Source: an optimization exercise on an open RTL-to-GDS flow (aim: small area, a short achievable clock period and few clock cycles). Production flows keep margins and buffers that such runs may drop.
RTL that was checked went through simulation tests only; none was proved equivalent to the original.

==> inputs of garnet <==
==> flow/design.v <==
module audit_hash (
    input  wire         clk,
    input  wire         rst,
    input  wire         in_valid,
    output wire         in_ready,
    input  wire [63:0]  in_data,
    output reg          out_valid,
    output wire [255:0] out_hash
);
    localparam [31:0] IV0 = 32'h6a09e667, IV1 = 32'hbb67ae85, IV2 = 32'h3c6ef372, IV3 = 32'ha54ff53a,
                      IV4 = 32'h510e527f, IV5 = 32'h9b05688c, IV6 = 32'h1f83d9ab, IV7 = 32'h5be0cd19;
    reg         st;          
    reg  [6:0]  t;           
    reg         first;       
    reg  [2:0]  wc;          
    reg         hiok;        
    reg  [31:0] a, b, c, d, e, f, g, hk;
    reg  [31:0] w [0:15];
    reg  [31:0] ha [0:3];
    reg  [31:0] he [0:3];
    wire rounds = ~t[6];
    wire late   = t[6] | (t[5] & t[4]);                  
    wire ffw    = (t[6:2] == 5'b10000);                  
    wire [3:0] pos = t[3:0] - (st ? 4'd6 : 4'd4);        
    reg  [63:0] ibuf;
    reg         bfull;
    wire [3:0] pos_hi  = {st, wc[1:0], 1'b0};
    wire       push_hi = bfull & ~hiok & late & (wc[2] == ~st) & (pos == pos_hi);
    wire       push_lo = hiok;
    assign in_ready = ~bfull | hiok;
    wire       take = in_ready & in_valid;
    reg [31:0] k_t;
    always @(*) begin
        if (t[6]) k_t = 32'h428a2f98;
        else case (t[5:0])
            6'd0: k_t = 32'h71374491;
            6'd1: k_t = 32'hb5c0fbcf;
            6'd2: k_t = 32'he9b5dba5;
            6'd3: k_t = 32'h3956c25b;
            6'd4: k_t = 32'h59f111f1;
            6'd5: k_t = 32'h923f82a4;
            6'd6: k_t = 32'hab1c5ed5;
            6'd7: k_t = 32'hd807aa98;
            6'd8: k_t = 32'h12835b01;
            6'd9: k_t = 32'h243185be;
            6'd10: k_t = 32'h550c7dc3;
            6'd11: k_t = 32'h72be5d74;
            6'd12: k_t = 32'h80deb1fe;
            6'd13: k_t = 32'h9bdc06a7;
            6'd14: k_t = 32'hc19bf174;
            6'd15: k_t = 32'he49b69c1;
            6'd16: k_t = 32'hefbe4786;
            6'd17: k_t = 32'h0fc19dc6;
            6'd18: k_t = 32'h240ca1cc;
            6'd19: k_t = 32'h2de92c6f;
            6'd20: k_t = 32'h4a7484aa;
            6'd21: k_t = 32'h5cb0a9dc;
            6'd22: k_t = 32'h76f988da;
            6'd23: k_t = 32'h983e5152;
            6'd24: k_t = 32'ha831c66d;
            6'd25: k_t = 32'hb00327c8;
            6'd26: k_t = 32'hbf597fc7;
            6'd27: k_t = 32'hc6e00bf3;
            6'd28: k_t = 32'hd5a79147;
            6'd29: k_t = 32'h06ca6351;
            6'd30: k_t = 32'h14292967;
            6'd31: k_t = 32'h27b70a85;
            6'd32: k_t = 32'h2e1b2138;
            6'd33: k_t = 32'h4d2c6dfc;
            6'd34: k_t = 32'h53380d13;
            6'd35: k_t = 32'h650a7354;
            6'd36: k_t = 32'h766a0abb;
            6'd37: k_t = 32'h81c2c92e;
            6'd38: k_t = 32'h92722c85;
            6'd39: k_t = 32'ha2bfe8a1;
            6'd40: k_t = 32'ha81a664b;
            6'd41: k_t = 32'hc24b8b70;
            6'd42: k_t = 32'hc76c51a3;
            6'd43: k_t = 32'hd192e819;
            6'd44: k_t = 32'hd6990624;
            6'd45: k_t = 32'hf40e3585;
            6'd46: k_t = 32'h106aa070;
            6'd47: k_t = 32'h19a4c116;
            6'd48: k_t = 32'h1e376c08;
            6'd49: k_t = 32'h2748774c;
            6'd50: k_t = 32'h34b0bcb5;
            6'd51: k_t = 32'h391c0cb3;
            6'd52: k_t = 32'h4ed8aa4a;
            6'd53: k_t = 32'h5b9cca4f;
            6'd54: k_t = 32'h682e6ff3;
            6'd55: k_t = 32'h748f82ee;
            6'd56: k_t = 32'h78a5636f;
            6'd57: k_t = 32'h84c87814;
            6'd58: k_t = 32'h8cc70208;
            6'd59: k_t = 32'h90befffa;
            6'd60: k_t = 32'ha4506ceb;
            6'd61: k_t = 32'hbef9a3f7;
            6'd62: k_t = 32'hc67178f2;
            6'd63: k_t = 32'h428a2f98;
            default: k_t = 32'h0;
        endcase
    end
    wire [31:0] s1  = {e[5:0], e[31:6]} ^ {e[10:0], e[31:11]} ^ {e[24:0], e[31:25]};
    wire [31:0] ch  = (e & f) ^ (~e & g);
    wire [31:0] s0  = {a[1:0], a[31:2]} ^ {a[12:0], a[31:13]} ^ {a[21:0], a[31:22]};
    wire [31:0] maj = (a & b) ^ (a & c) ^ (b & c);
    wire [31:0] a_new = hk + s1 + ch + s0 + maj;
    wire [31:0] e_new = hk + s1 + ch + d;
    wire [31:0] ls0 = {w[1][6:0], w[1][31:7]} ^ {w[1][17:0], w[1][31:18]} ^ (w[1] >> 3);
    wire [31:0] ls1 = {w[14][16:0], w[14][31:17]} ^ {w[14][18:0], w[14][31:19]} ^ (w[14] >> 10);
    wire [31:0] w_new = ls1 + w[9] + ls0 + w[0];
    wire go2 = ~st & t[6] & (t[3:0] == 4'd3) & ~wc[2];            
    wire pe  = rounds ? (t[5:0] != 6'd63)
                      : (st ? (t[3:0] == 4'd5) : go2);
    wire [31:0] hk_next = g + (pe ? k_t + w[1] : 32'd0);
    reg  [31:0] iva, ive;        
    reg  [31:0] lda, lde;        
    always @(*) begin
        case (t[1:0])
            2'd0: begin iva = IV3; ive = IV7; end
            2'd1: begin iva = IV2; ive = IV6; end
            2'd2: begin iva = IV1; ive = IV5; end
            default: begin iva = IV0; ive = IV4; end
        endcase
        case (t[1:0])
            2'd1: begin lda = IV0; lde = IV4; end
            2'd0: begin lda = IV1; lde = IV5; end
            2'd3: begin lda = IV2; lde = IV6; end
            default: begin lda = IV3; lde = IV7; end
        endcase
    end
    wire [31:0] opa  = st ? ha[0] : (ffw ? iva : 32'd0);
    wire [31:0] ope  = st ? he[0] : (ffw ? ive : 32'd0);
    wire [31:0] suma = d + opa;
    wire [31:0] sume = hk + ope;
    wire        sw1 = st ? (t[6] & (t[3:1] == 3'b010)) : (t[6:1] < 6'd3);
    wire [2:0]  m   = st ? {2'b00, t[0]} : t[2:0] + 3'd2;
    wire [31:0] hw  = first ? 32'd0 :
                      m[2] ? (m[0] ? he[1] : he[3]) : (m[0] ? ha[1] : ha[3]);
    wire [31:0] padw = (pos == 4'd8) ? 32'h80000000 : (pos == 4'd15) ? 32'd768 : 32'd0;
    wire        pad  = ~st & late & pos[3];
    wire [31:0] w15 = (rounds & ~late) ? w_new :
                      push_hi ? ibuf[63:32] :
                      push_lo ? ibuf[31:0] :
                      pad     ? padw : w[0];
    assign out_hash = {ha[3], ha[2], ha[1], ha[0], he[3], he[2], he[1], he[0]};
    wire [2:0] wc_next = push_lo ? wc + 3'd1 : wc;
    wire go1 = st & t[6] & (t[3:0] == 4'd5) & wc_next[2];
    integer i;
    always @(posedge clk) begin
        b <= a; c <= b; d <= c;
        f <= e; g <= f;
        hk <= hk_next;
        if (rounds) begin
            a <= a_new;
            e <= e_new;
        end else if (~st) begin
            a <= suma;
            e <= sume;
        end else begin
            a <= lda;
            e <= lde;
        end
        for (i = 0; i < 15; i = i + 1)
            if (i != 1) w[i] <= w[i + 1];
        w[1]  <= sw1 ? hw : w[2];
        w[15] <= w15;
        for (i = 0; i < 3; i = i + 1) begin
            ha[i] <= ha[i + 1];
            he[i] <= he[i + 1];
        end
        ha[3] <= ffw ? suma : ha[0];
        he[3] <= ffw ? sume : he[0];
        if (take)
            ibuf <= in_data;
        if (rst) begin
            bfull     <= 1'b0;
            st        <= 1'b1;
            t         <= 7'd60;
            first     <= 1'b1;
            wc        <= 3'd0;
            hiok      <= 1'b0;
            out_valid <= 1'b0;
        end else begin
            hiok      <= push_hi;
            bfull     <= take | (bfull & ~push_lo);
            wc        <= wc_next;
            out_valid <= st & (t == 7'd67) & ~first;
            if (~st & (t == 7'd5))
                first <= 1'b0;
            if (go1 | go2) begin
                st <= ~st;
                t  <= 7'd0;
            end else begin
                t[3:0] <= t[3:0] + 4'd1;
                if (t[3:0] == 4'd15 && t[6:4] != 3'd5)
                    t[6:4] <= t[6:4] + 3'd1;
            end
        end
    end
endmodule
==> flow/run.sh <==
#!/bin/bash
# synth_recipe.tcl (not shown) runs the flow's synth.tcl, then flattens the netlist and writes it again
# the make line also repeats each setting of config.mk as NAME=value (left out here)
make -C /OpenROAD-flow-scripts/flow DESIGN_CONFIG=/design/flow/config.mk WORK_HOME=/design/flow/orfs CLKGATE_MAP_FILE= SYNTH_SCRIPT=/design/flow/synth_recipe.tcl finish
==> flow/config.mk <==
export PLATFORM = sky130hd
export DESIGN_NAME = audit_hash
export DESIGN_NICKNAME = audit_hash
export VERILOG_FILES = /design/flow/design.v
export SDC_FILE = /design/flow/constraint.sdc
export NUM_CORES = 4
export LEC_CHECK = 0
export CAP_MARGIN = 20
export CORE_MARGIN = 2
export CORE_UTILIZATION = 40
export PLACE_DENSITY = 0.6
export SLEW_MARGIN = 20
==> flow/constraint.sdc <==
create_clock -name core_clock -period 10.0 [get_ports {clk}]
set_input_delay 2.0000 -clock core_clock [delete_from_list [all_inputs] [get_ports {clk}]]
set_output_delay 2.0000 -clock core_clock [all_outputs]
set_load 0.01 [all_outputs]
==> cedar: changes against garnet <==
--- a/flow/design.v
+++ b/flow/design.v
@@ -15,16 +15,20 @@
     reg  [2:0]  wc;          
     reg         hiok;        
+    reg  [3:0]  pos;         
+    reg         rounds;      
+    reg         late;        
+    reg         ffw;         
+    reg         sw1;         
+    reg  [2:0]  m;           
+    reg         byp;         
+    reg         ivld;        
+    reg         push_hi;     
+    reg         pad;         
     reg  [31:0] a, b, c, d, e, f, g, hk;
     reg  [31:0] w [0:15];
     reg  [31:0] ha [0:3];
     reg  [31:0] he [0:3];
-    wire rounds = ~t[6];
-    wire late   = t[6] | (t[5] & t[4]);                  
-    wire ffw    = (t[6:2] == 5'b10000);                  
-    wire [3:0] pos = t[3:0] - (st ? 4'd6 : 4'd4);        
     reg  [63:0] ibuf;
     reg         bfull;
-    wire [3:0] pos_hi  = {st, wc[1:0], 1'b0};
-    wire       push_hi = bfull & ~hiok & late & (wc[2] == ~st) & (pos == pos_hi);
     wire       push_lo = hiok;
     assign in_ready = ~bfull | hiok;
@@ -105,39 +109,40 @@
     wire [31:0] s0  = {a[1:0], a[31:2]} ^ {a[12:0], a[31:13]} ^ {a[21:0], a[31:22]};
     wire [31:0] maj = (a & b) ^ (a & c) ^ (b & c);
-    wire [31:0] a_new = hk + s1 + ch + s0 + maj;
-    wire [31:0] e_new = hk + s1 + ch + d;
+    wire [31:0] t1s = hk ^ s1 ^ ch;
+    wire [31:0] t1c = {(hk[30:0] & s1[30:0]) | (hk[30:0] & ch[30:0]) | (s1[30:0] & ch[30:0]), 1'b0};
+    wire [31:0] es  = t1s ^ t1c ^ d;
+    wire [31:0] ec  = {(t1s[30:0] & t1c[30:0]) | (t1s[30:0] & d[30:0]) | (t1c[30:0] & d[30:0]), 1'b0};
+    wire [31:0] as1 = t1s ^ t1c ^ s0;
+    wire [31:0] ac1 = {(t1s[30:0] & t1c[30:0]) | (t1s[30:0] & s0[30:0]) | (t1c[30:0] & s0[30:0]), 1'b0};
+    wire [31:0] as2 = as1 ^ ac1 ^ maj;
+    wire [31:0] ac2 = {(as1[30:0] & ac1[30:0]) | (as1[30:0] & maj[30:0]) | (ac1[30:0] & maj[30:0]), 1'b0};
+    wire [31:0] a_new = as2 + ac2;
+    wire [31:0] e_new = es + ec;
     wire [31:0] ls0 = {w[1][6:0], w[1][31:7]} ^ {w[1][17:0], w[1][31:18]} ^ (w[1] >> 3);
     wire [31:0] ls1 = {w[14][16:0], w[14][31:17]} ^ {w[14][18:0], w[14][31:19]} ^ (w[14] >> 10);
     wire [31:0] w_new = ls1 + w[9] + ls0 + w[0];
-    wire go2 = ~st & t[6] & (t[3:0] == 4'd3) & ~wc[2];            
-    wire pe  = rounds ? (t[5:0] != 6'd63)
-                      : (st ? (t[3:0] == 4'd5) : go2);
-    wire [31:0] hk_next = g + (pe ? k_t + w[1] : 32'd0);
+    wire [31:0] hk_next = g + k_t + w[1];
     reg  [31:0] iva, ive;        
     reg  [31:0] lda, lde;        
     always @(*) begin
         case (t[1:0])
-            2'd0: begin iva = IV3; ive = IV7; end
-            2'd1: begin iva = IV2; ive = IV6; end
-            2'd2: begin iva = IV1; ive = IV5; end
+            2'd3: begin iva = IV3; ive = IV7; end
+            2'd0: begin iva = IV2; ive = IV6; end
+            2'd1: begin iva = IV1; ive = IV5; end
             default: begin iva = IV0; ive = IV4; end
         endcase
         case (t[1:0])
-            2'd1: begin lda = IV0; lde = IV4; end
-            2'd0: begin lda = IV1; lde = IV5; end
-            2'd3: begin lda = IV2; lde = IV6; end
-            default: begin lda = IV3; lde = IV7; end
+            2'd0: begin lda = IV3; lde = IV7; end
+            2'd1: begin lda = IV2; lde = IV6; end
+            2'd2: begin lda = IV1; lde = IV5; end
+            default: begin lda = IV0; lde = IV4; end
         endcase
     end
-    wire [31:0] opa  = st ? ha[0] : (ffw ? iva : 32'd0);
-    wire [31:0] ope  = st ? he[0] : (ffw ? ive : 32'd0);
-    wire [31:0] suma = d + opa;
-    wire [31:0] sume = hk + ope;
-    wire        sw1 = st ? (t[6] & (t[3:1] == 3'b010)) : (t[6:1] < 6'd3);
-    wire [2:0]  m   = st ? {2'b00, t[0]} : t[2:0] + 3'd2;
-    wire [31:0] hw  = first ? 32'd0 :
-                      m[2] ? (m[0] ? he[1] : he[3]) : (m[0] ? ha[1] : ha[3]);
-    wire [31:0] padw = (pos == 4'd8) ? 32'h80000000 : (pos == 4'd15) ? 32'd768 : 32'd0;
-    wire        pad  = ~st & late & pos[3];
+    wire [31:0] suma = c + ha[0];
+    wire [31:0] sume = g + he[0];
+    wire [31:0] hw  = first ? 32'd0 : byp ? suma :
+                      m[2] ? (m[0] ? he[2] : he[0]) : (m[0] ? ha[2] : ha[0]);
+    reg  [1:0]  padk;        
+    wire [31:0] padw = {padk[0], 21'd0, padk[1], padk[1], 8'd0};
     wire [31:0] w15 = (rounds & ~late) ? w_new :
                       push_hi ? ibuf[63:32] :
@@ -146,5 +151,14 @@
     assign out_hash = {ha[3], ha[2], ha[1], ha[0], he[3], he[2], he[1], he[0]};
     wire [2:0] wc_next = push_lo ? wc + 3'd1 : wc;
-    wire go1 = st & t[6] & (t[3:0] == 4'd5) & wc_next[2];
+    wire go2 = ~st & t[6] & (t[3:0] == 4'd3) & ~wc[2];             
+    wire go1 = st & t[6] & (t[3:0] == 4'd3) & wc_next[2];          
+    wire go  = go1 | go2;
+    wire       st_n    = go ? ~st : st;
+    wire [6:0] t_n     = go ? 7'd0 :
+                         {(t[3:0] == 4'd15 && t[6:4] != 3'd5) ? t[6:4] + 3'd1 : t[6:4], t[3:0] + 4'd1};
+    wire [3:0] pos_n   = go ? 4'd12 : pos + 4'd1;
+    wire       bfull_n = take | (bfull & ~push_lo);
+    wire       hiok_n  = push_hi;
+    wire       late_n  = t_n[6] | (t_n[5] & t_n[4]);
     integer i;
     always @(posedge clk) begin
@@ -156,6 +170,6 @@
             e <= e_new;
         end else if (~st) begin
-            a <= suma;
-            e <= sume;
+            a <= ha[3];
+            e <= he[3];
         end else begin
             a <= lda;
@@ -170,6 +184,6 @@
             he[i] <= he[i + 1];
         end
-        ha[3] <= ffw ? suma : ha[0];
-        he[3] <= ffw ? sume : he[0];
+        ha[3] <= ffw ? suma : ivld ? iva : ha[0];
+        he[3] <= ffw ? sume : ivld ? ive : he[0];
         if (take)
             ibuf <= in_data;
@@ -177,5 +191,16 @@
             bfull     <= 1'b0;
             st        <= 1'b1;
-            t         <= 7'd60;
+            t         <= 7'd58;
+            pos       <= 4'd6;
+            rounds    <= 1'b1;
+            late      <= 1'b1;
+            ffw       <= 1'b0;
+            sw1       <= 1'b0;
+            m         <= 3'd0;
+            byp       <= 1'b0;
+            ivld      <= 1'b0;
+            push_hi   <= 1'b0;
+            pad       <= 1'b0;
+            padk      <= 2'd0;
             first     <= 1'b1;
             wc        <= 3'd0;
@@ -183,18 +208,24 @@
             out_valid <= 1'b0;
         end else begin
-            hiok      <= push_hi;
-            bfull     <= take | (bfull & ~push_lo);
+            hiok      <= hiok_n;
+            bfull     <= bfull_n;
             wc        <= wc_next;
-            out_valid <= st & (t == 7'd67) & ~first;
+            out_valid <= st & (t == 7'd66) & ~first;
             if (~st & (t == 7'd5))
                 first <= 1'b0;
-            if (go1 | go2) begin
-                st <= ~st;
-                t  <= 7'd0;
-            end else begin
-                t[3:0] <= t[3:0] + 4'd1;
-                if (t[3:0] == 4'd15 && t[6:4] != 3'd5)
-                    t[6:4] <= t[6:4] + 3'd1;
-            end
+            st        <= st_n;
+            t         <= t_n;
+            pos       <= pos_n;
+            rounds    <= ~t_n[6];
+            late      <= late_n;
+            ffw       <= (t_n >= 7'd63) & (t_n <= 7'd66);
+            sw1       <= st_n ? (t_n[6] & (t_n[3:1] == 3'b001)) : (t_n[6:1] < 6'd3);
+            m         <= st_n ? {2'b00, t_n[0]} : t_n[2:0] + 3'd2;
+            byp       <= st_n & (t_n == 7'd66);
+            ivld      <= ~st_n & (t_n >= 7'd8) & (t_n <= 7'd62);
+            push_hi   <= bfull_n & ~hiok_n & late_n & (wc_next[2] == ~st_n) &
+                         (pos_n == {st_n, wc_next[1:0], 1'b0});
+            pad       <= ~st_n & late_n & pos_n[3];
+            padk      <= {pos_n == 4'd15, pos_n == 4'd8};
         end
     end
==> flow/flow/run.sh (new file) <==
#!/bin/bash
set -euo pipefail
bash standard.sh "BUFFER_PORTS_ARGS=-buffer_cell sky130_fd_sc_hd__buf_1" SETUP_SLACK_MARGIN=5.3 finish > standard_flow.log 2>&1
==> flow/standard.sh (new file) <==
#!/bin/bash
# synth_recipe.tcl (not shown) runs the flow's synth.tcl, then flattens the netlist and writes it again
# the make line also repeats each setting of config.mk as NAME=value (left out here)
make -C /OpenROAD-flow-scripts/flow DESIGN_CONFIG=/design/flow/config.mk WORK_HOME=/design/flow/orfs CLKGATE_MAP_FILE= SYNTH_SCRIPT=/design/flow/synth_recipe.tcl "${@:-finish}"
Settings changed: CTS_CLUSTER_DIAMETER from default to 110, CTS_CLUSTER_SIZE from default to 22.
removed: flow/run.sh
==> notes <==
- In cedar the first-iteration DRC count is higher than in garnet, by 6.8%.
- In cedar the wire length is higher than in garnet, by about 2.6%.
- In cedar the clock skew is lower than in garnet, by 0.0038 ns.
- Utilization: cedar is lower than garnet (3.0 points).
Testbench counts of cedar, summed over its fixed seeds: cycles 104,520.
Only the layout flow was run in garnet; the RTL was not checked for function there.

[port drivers added, routing unchanged]
The results above use ideal ports. As a check the final layouts listed here were re-extracted and re-timed, cells and wires unchanged. Step 1 sets driving cells, clkbuf_16 on the clock port and buf_2 on the other inputs (assumed; they add their load-dependent delay and slew). Step 2 moves the port delays by t, midway between the first and last clock arrival at a register: inputs arrive t later, outputs are due t later. That takes back most of the time a late clock gives input paths. Three values: no drivers, after step 1, after step 2; two values: the first two.
| run | t (ns) | setup slack, ns | latest minus earliest clock arrival (ns) |
|---|---|---|---|
| garnet | 0.809 | 1.821 / 1.821 / 1.821 | 0.070 / 0.070 |
| cedar | 0.782 | 5.261 / 5.261 / 4.939 | 0.066 / 0.066 |
After both steps setup and hold are still met in every run listed. For cedar, which loses most, drivers alone change the setup slack by 0.000 ns; drivers and shift together by -0.322 ns.
